Context: an optimization exercise on an open-source flow, tuned for small area, a short achievable clock period and few clock cycles. The choices shown serve that exercise and are no tape-out recipe.
For this run, only the layout was checked, not whether the RTL still works.

## flow/run.sh

```bash
#!/bin/bash
# synth_recipe.tcl (not shown) runs the flow's synth.tcl, then flattens the netlist and writes it again
# the make line also repeats each setting of config.mk as NAME=value (left out here)
make -C /OpenROAD-flow-scripts/flow DESIGN_CONFIG=/design/flow/config.mk WORK_HOME=/design/flow/orfs CLKGATE_MAP_FILE= SYNTH_SCRIPT=/design/flow/synth_recipe.tcl finish
```

## flow/config.mk

```make
export PLATFORM = sky130hd
export DESIGN_NAME = aes_core
export DESIGN_NICKNAME = aes_core
export VERILOG_FILES = /design/flow/design.v
export SDC_FILE = /design/flow/constraint.sdc
export NUM_CORES = 8
export LEC_CHECK = 0
export CAP_MARGIN = 20
export CORE_MARGIN = 2
export CORE_UTILIZATION = 30
export SLEW_MARGIN = 20
```

## flow/constraint.sdc

```tcl
create_clock -name core_clock -period 11.5 [get_ports {clk}]
set_input_delay 2.3000 -clock core_clock [delete_from_list [all_inputs] [get_ports {clk}]]
set_output_delay 2.3000 -clock core_clock [all_outputs]
set_load 0.01 [all_outputs]
```

## flow/design.v

```verilog
module sbox_a (
    input  wire [7:0]  x,
    output wire [11:0] y      
);
    wire [7:0] e;
    assign e[0] = x[0] ^ x[2] ^ x[5] ^ x[7];
    assign e[1] = x[2] ^ x[5] ^ x[6] ^ x[7];
    assign e[2] = x[2];
    assign e[3] = x[3] ^ x[4];
    assign e[4] = x[1] ^ x[5] ^ x[7];
    assign e[5] = x[2] ^ x[3];
    assign e[6] = x[1] ^ x[4] ^ x[6] ^ x[7];
    assign e[7] = x[5] ^ x[7];
    wire [3:0] h = e[7:4], l = e[3:0];
    wire [3:0] p;
    wire [6:0] q;
    assign q[0] = (h[0] & l[0]);
    assign q[1] = (h[0] & l[1]) ^ (h[1] & l[0]);
    assign q[2] = (h[0] & l[2]) ^ (h[1] & l[1]) ^ (h[2] & l[0]);
    assign q[3] = (h[0] & l[3]) ^ (h[1] & l[2]) ^ (h[2] & l[1]) ^ (h[3] & l[0]);
    assign q[4] = (h[1] & l[3]) ^ (h[2] & l[2]) ^ (h[3] & l[1]);
    assign q[5] = (h[2] & l[3]) ^ (h[3] & l[2]);
    assign q[6] = (h[3] & l[3]);
    assign p[0] = q[0] ^ q[4];
    assign p[1] = q[1] ^ q[4] ^ q[5];
    assign p[2] = q[2] ^ q[5] ^ q[6];
    assign p[3] = q[3] ^ q[6];
    wire [3:0] d;
    assign d[0] = p[0] ^ h[2] ^ h[3] ^ l[0] ^ l[2];
    assign d[1] = p[1] ^ h[0] ^ h[1] ^ l[2];
    assign d[2] = p[2] ^ h[1] ^ h[2] ^ l[1] ^ l[3];
    assign d[3] = p[3] ^ h[0] ^ h[1] ^ h[2] ^ l[3];
    assign y = {h, h ^ l, d};
endmodule
module sbox_b (
    input  wire [11:0] x,     
    output wire [7:0]  y      
);
    wire [3:0] h = x[11:8], hl = x[7:4], d = x[3:0];
    reg  [3:0] di;
    always @(*) begin
        case (d)
            4'd0: di = 4'd0;
            4'd1: di = 4'd1;
            4'd2: di = 4'd9;
            4'd3: di = 4'd14;
            4'd4: di = 4'd13;
            4'd5: di = 4'd11;
            4'd6: di = 4'd7;
            4'd7: di = 4'd6;
            4'd8: di = 4'd15;
            4'd9: di = 4'd2;
            4'd10: di = 4'd12;
            4'd11: di = 4'd5;
            4'd12: di = 4'd10;
            4'd13: di = 4'd4;
            4'd14: di = 4'd3;
            4'd15: di = 4'd8;
            default: di = 4'd0;
        endcase
    end
    function automatic [3:0] gmul(input [3:0] a, input [3:0] b);
        reg [6:0] q;
        integer i;
        begin
            q = 7'd0;
            for (i = 0; i < 4; i = i + 1)
                if (b[i]) q = q ^ ({3'd0, a} << i);
            gmul = {q[3] ^ q[6], q[2] ^ q[5] ^ q[6], q[1] ^ q[4] ^ q[5], q[0] ^ q[4]};
        end
    endfunction
    assign y = {gmul(h, di), gmul(hl, di)};
endmodule
module sbox_c (
    input  wire [7:0] x,      
    output wire [7:0] y       
);
    assign y[0] = ~(x[0] ^ x[1] ^ x[2] ^ x[3] ^ x[5] ^ x[7]);
    assign y[1] = ~(x[0] ^ x[1] ^ x[4]);
    assign y[2] = (x[0] ^ x[2] ^ x[3] ^ x[5] ^ x[6] ^ x[7]);
    assign y[3] = (x[0] ^ x[1] ^ x[2] ^ x[3] ^ x[6]);
    assign y[4] = (x[0] ^ x[3] ^ x[4]);
    assign y[5] = ~(x[1] ^ x[2] ^ x[5] ^ x[6]);
    assign y[6] = ~(x[4] ^ x[5] ^ x[6]);
    assign y[7] = (x[1] ^ x[2] ^ x[3]);
endmodule
module aes_sbox (
    input  wire [7:0] in,
    output wire [7:0] out
);
    wire [11:0] a;
    wire [7:0]  b;
    sbox_a u_a (.x(in), .y(a));
    sbox_b u_b (.x(a), .y(b));
    sbox_c u_c (.x(b), .y(out));
endmodule
module aes_core (
    input  wire         clk,
    input  wire         rst,
    input  wire         in_valid,
    output reg          in_ready,
    input  wire         in_aes256,
    input  wire [255:0] in_key,
    input  wire [127:0] in_block,
    output reg          out_valid,
    output reg  [127:0] out_block
);
    localparam integer W = 12;    
    reg          a_v, b_v;
    reg          a_256, b_256;
    reg  [3:0]   a_c, b_c;           
    reg  [127:0] s0;                 
    reg  [255:0] ka, kb;
    reg  [16*W-1:0] s1;              
    reg  [4*W-1:0]  ks;              
    wire b_last = b_c == (b_256 ? 4'd13 : 4'd9);
    wire a_last = a_c == (a_256 ? 4'd13 : 4'd9);
    wire [127:0] x = s0 ^ ka[255:128];
    wire [16*W-1:0] s1_d;
    genvar g;
    generate
        for (g = 0; g < 16; g = g + 1) begin : g_s1
            wire [7:0] ib = x[127-8*g -: 8];
            wire [W-1:0] m;
            sbox_a u_a (.x(ib), .y(m));
            assign s1_d[16*W-1-W*g -: W] = m;
        end
    endgenerate
    wire [31:0] kw  = a_256 ? ka[31:0] : ka[159:128];
    wire        rot = ~a_256 | ~a_c[0];
    wire [31:0] rw  = rot ? {kw[23:0], kw[31:24]} : kw;
    wire [4*W-1:0] ks_d;
    generate
        for (g = 0; g < 4; g = g + 1) begin : g_k1
            wire [7:0] ib = rw[31-8*g -: 8];
            wire [W-1:0] m;
            sbox_a u_a (.x(ib), .y(m));
            assign ks_d[4*W-1-W*g -: W] = m;
        end
    endgenerate
    wire [127:0] sb;
    generate
        for (g = 0; g < 16; g = g + 1) begin : g_s2
            wire [W-1:0] m = s1[16*W-1-W*g -: W];
            wire [7:0] ob;
            wire [7:0] q; sbox_b u_b (.x(m), .y(q)); sbox_c u_c (.x(q), .y(ob));
            assign sb[127-8*g -: 8] = ob;
        end
    endgenerate
    wire [127:0] shifted;
    generate
        for (g = 0; g < 16; g = g + 1) begin : g_shift
            localparam integer R = g % 4;
            localparam integer C = g / 4;
            localparam integer SRC = R + 4 * ((C + R) % 4);
            assign shifted[127-8*g -: 8] = sb[127-8*SRC -: 8];
        end
    endgenerate
    function automatic [7:0] xtime(input [7:0] v);
        xtime = {v[6:0], 1'b0} ^ (v[7] ? 8'h1B : 8'h00);
    endfunction
    wire [127:0] mixed;
    generate
        for (g = 0; g < 4; g = g + 1) begin : g_mix
            wire [7:0] a0 = shifted[127-32*g -: 8];
            wire [7:0] a1 = shifted[119-32*g -: 8];
            wire [7:0] a2 = shifted[111-32*g -: 8];
            wire [7:0] a3 = shifted[103-32*g -: 8];
            assign mixed[127-32*g -: 8] = xtime(a0) ^ (xtime(a1) ^ a1) ^ a2 ^ a3;
            assign mixed[119-32*g -: 8] = a0 ^ xtime(a1) ^ (xtime(a2) ^ a2) ^ a3;
            assign mixed[111-32*g -: 8] = a0 ^ a1 ^ xtime(a2) ^ (xtime(a3) ^ a3);
            assign mixed[103-32*g -: 8] = (xtime(a0) ^ a0) ^ a1 ^ a2 ^ xtime(a3);
        end
    endgenerate
    wire [31:0] ksub;
    generate
        for (g = 0; g < 4; g = g + 1) begin : g_k2
            wire [W-1:0] m = ks[4*W-1-W*g -: W];
            wire [7:0] ob;
            wire [7:0] q; sbox_b u_b (.x(m), .y(q)); sbox_c u_c (.x(q), .y(ob));
            assign ksub[31-8*g -: 8] = ob;
        end
    endgenerate
    reg [7:0] rcon;
    always @(*) begin
        case (b_256 ? {1'b0, b_c[3:1]} : b_c)
            4'd0: rcon = 8'h01;
            4'd1: rcon = 8'h02;
            4'd2: rcon = 8'h04;
            4'd3: rcon = 8'h08;
            4'd4: rcon = 8'h10;
            4'd5: rcon = 8'h20;
            4'd6: rcon = 8'h40;
            4'd7: rcon = 8'h80;
            4'd8: rcon = 8'h1b;
            4'd9: rcon = 8'h36;
            default: rcon = 8'h00;
        endcase
    end
    wire        use_rcon = ~b_256 | ~b_c[0];
    wire [31:0] t   = ksub ^ {(use_rcon ? rcon : 8'h00), 24'd0};
    wire [31:0] e0  = kb[255:224] ^ t;
    wire [31:0] e1  = kb[223:192] ^ e0;
    wire [31:0] e2  = kb[191:160] ^ e1;
    wire [31:0] e3  = kb[159:128] ^ e2;
    wire [127:0] e  = {e0, e1, e2, e3};
    wire take = in_valid & in_ready & ~rst;
    wire        o_v   = take | (b_v & ~b_last);
    wire        o_256 = take ? in_aes256 : b_256;
    wire [3:0]  o_c   = take ? 4'd0 : b_c + 4'd1;
    wire        o_ok  = ~o_v | ~o_256 | (o_c >= 4'd4);
    wire        a_free = ~a_v | a_last;
    wire        known = in_valid & ~take;
    always @(posedge clk) begin
        s1    <= s1_d;
        ks    <= ks_d;
        kb    <= ka;
        b_256 <= a_256;
        b_c   <= a_c;
        if (take) begin
            s0    <= in_block;
            ka    <= in_key;
            a_256 <= in_aes256;
            a_c   <= 4'd0;
        end else begin
            s0    <= mixed;
            ka    <= {(b_256 ? kb[127:0] : e), e};
            a_256 <= b_256;
            a_c   <= b_c + 4'd1;
        end
        out_block <= shifted ^ (b_256 ? kb[127:0] : e);
        if (rst) begin
            a_v       <= 1'b0;
            b_v       <= 1'b0;
            out_valid <= 1'b0;
            in_ready  <= 1'b0;
        end else begin
            a_v       <= take | (b_v & ~b_last);
            b_v       <= a_v;
            out_valid <= b_v & b_last;
            in_ready  <= a_free & (o_ok | (known & in_aes256));
        end
    end
endmodule
```

==> impl_metrics.ini <==
[logic_synthesis]
synthesis.nets = 6978
synth-main-ff-cell = dfxtp_1
async_reset_ff_share_pct = 0
synth_cell_types = 69
syn_area_per_cell_um2 = 9.66
syn_inst = 6349
netlist_area_mm2 = 0.0613
synth_edf_count = 0
ys_warn_count = 2
synth-seq-cells = 1022
synth.largest_area_cell = dfxtp_1
synth_top_cell_area_share_pct = 33.4
seq_area_frac_synth_pct = 33.4
synth_top_cells_by_area = dfxtp_1 (33%), xnor2_1 (18%), xnor3_1 (8.1%), xor2_1 (7.7%), nand2_1 (5.7%)

[layout]
area.growth.synth_to_final_pct = 19.9
utilization_pct = 36.3
drive_above_1_share_pct = 5.94
mostFrequentLayoutCell = xnor2_1
nets = 7410
layout_common_cells = xnor2_1 (1265), dfxtp_1 (1019), nand2_1 (939)

[critical_path]
worstPathRequired_ps = 12180
start_kind = flip-flop
cp-end-kind = flip-flop
critical_path_class = flip-flop to flip-flop
crit_path_top_delay_cell = mux2i_2
path_common_cell = xnor2_1
r2r_start = a_256$_DFF_P_
cp.arrival_ps = 5570
cp_max_fo = 30
critPathMaxStageDelay_ps = 610
crit_path_start = a_256$_DFF_P_
worstPathCellList = buf_4, mux2i_2, xnor2_1, xnor2_1, inv_1, ha_1, xnor3_1, xnor3_1, xnor2_1, inv_1, ha_1, mux2_1, mux2i_1

[global_routing]
grt_pass1_wl_um = 308000
grt_pass1_vias = 44086
grt_max_degree = 186
grt_use_total_pct = 20.4
grt_overflow = 0
antenna_found_initial = 12

[floorplanning]
dieArea_mm2 = 0.208
coreArea_mm2 = 0.203
core.rowCount = 165
ios = 518
start_util_pct = 30.3
die_h_um = 456
fp.dieW_um = 456

[routing]
vias = 44246
dr.pass1.iters = 6
drc = 0
drt_wl_total_um = 218000
drt-initial-drc-count = 3168
ant_nets = 0
via_per_inst = 4.63
wl_per_cell_um = 22.8

[cts]
cts_root_buf = clkbuf_16
cts_buffer_depth = 3
cts_tree = done
clkLatencyLatePin_ps = 780
cts_sinks = 1022
clk_pin_slew_ps = 60
numCtsBuffers = 118
h-tree-depth = 3
cts_resized = 0
postCtsSetupBuffers = 0
hold_buffers = 0

[placed_design]
io_buffers = 517
pre_cts_ws_ps = 5990
gp_congestion = 0.943
dp_hpwl_um = 178000

[timing]
rsz0062_at_grt = no
finalSetupViolations = 0
hold_violations = 0
worst_slew_pin_slew_ps = 1210
fin_ws_ps = 6610
skew_ps = 43.6
period_minus_slack_ps = 4890
finalSetupTns_ps = 0
fin_crit_sh_pct = 42.5
max_freq_ghz = 0.204
slew_headroom_pct = 18.7
drv_slew = 0

[flow_run]
drv_cap = 0

[worst_hold_path]
min_path_type = flip-flop to flip-flop
worstHoldStart = ka[107]$_DFF_P_

[status]
status = timing/DRC/antenna clean
## worst max-delay path: cells and delay by family (launching register included)
kind | cells | cell delay, ps
xor+xnor | 5 | 1870
mux | 3 | 1010
buf+inv | 3 | 920
flops | 1 | 500
fa+ha+maj | 2 | 460
## metrics by stage
step,area (um^2),hold slack [ps],cells
floorplan,61300,310,6349
global placement,69100,310,9332
detailed placement,69100,312,9333
CTS,73500,322,9553
global route,73500,324,9555
finish,73500,320,9557
## final cells by class
| type | instances | area [um^2] |
|---|---|---|
| timing repair buffer | 541 | 5390 |
| tap | 2672 | 3340 |
| clock buffer | 159 | 3330 |
| sequential | 1022 | 20500 |
| antenna | 4 | 10.0 |
| clock inverter | 61 | 1050 |
| inverter | 167 | 632 |
| fill | 20238 | 129000 |
| multi-input combinational | 4931 | 39300 |
## sequential cells by signal (all words and copies together), names as in the netlist, 16 cells and up
register     flops
ka             256
kb             256
out_block      128
s0             128
s1             128
g_s2.u_b.di     64
ks              32
g_k2.u_b.di     16
## layer usage
layer  track usage (%)  part of all wire, %  up-vias
li1                  -                    -    21283
met1              24.2                   40    21282
met2              34.6                   48     1301
met3              2.59                  4.4      380
met4              13.3                  7.5        0
met5                 0                    0        -
## path summary, 6_finish.rpt
check	to	slack, ps	cells past startpoint
max	g_k2[3].u_b.di[1]$_DFF_P_	6610	13
min	kb[107]$_DFF_P_	320	0
max reg2reg	g_k2[3].u_b.di[1]$_DFF_P_	6610	13
min reg2reg	kb[107]$_DFF_P_	320	0
## kinds of logic (layout without fill, tap and decap cells)
group	count (synthesis)	after routing	synth area share, %
AOI/OAI and AO/OA	651	651	5.88
adders and majority gates	241	241	4.92
xor gates and xnor gates	2142	2142	37.6
muxes	271	271	4.95
and+or+nand+nor	1626	1626	10.7
buffers and inverters	396	928	2.61
other	0	4	0
DFF	1022	1022	33.4
## synthesized netlist by cell type (all sizes together), types with 12 or more instances
master and instances:
dfxtp 1022, a22oi 32, or3b 12, buf 76, a21oi 255, o21ai 274
mux2 78, nor2 511, xnor2 1320, o21a 15, nor2b 37, mux2i 185
xor2 552, inv 167, a211oi 17, nand2b 48, nor3b 14, xnor3 226
ha 241, xor3 44, nand3 28, nand2 939, clkbuf 153

==> port drivers added, routing unchanged <==
Ports are ideal in the flow. The routed layout listed here was re-timed in OpenROAD.
Step 1 assumes that a clkbuf_16 drives the clock port and a buf_2 every other input.
Step 2 also shifts input and output timing later by t, the mid clock arrival at the registers, as if the neighbouring blocks saw the same clock.
Three values: ideal, step 1, step 2; two values: the first two.
t (ns): 0.843
setup WS [ns]: 6.609 / 6.609 / 5.877
cell pins on the clock port's net: 1
After both steps this run still meets setup and hold. For this run, drivers alone change the setup slack by 0.000 ns; drivers and shift together by -0.732 ns.
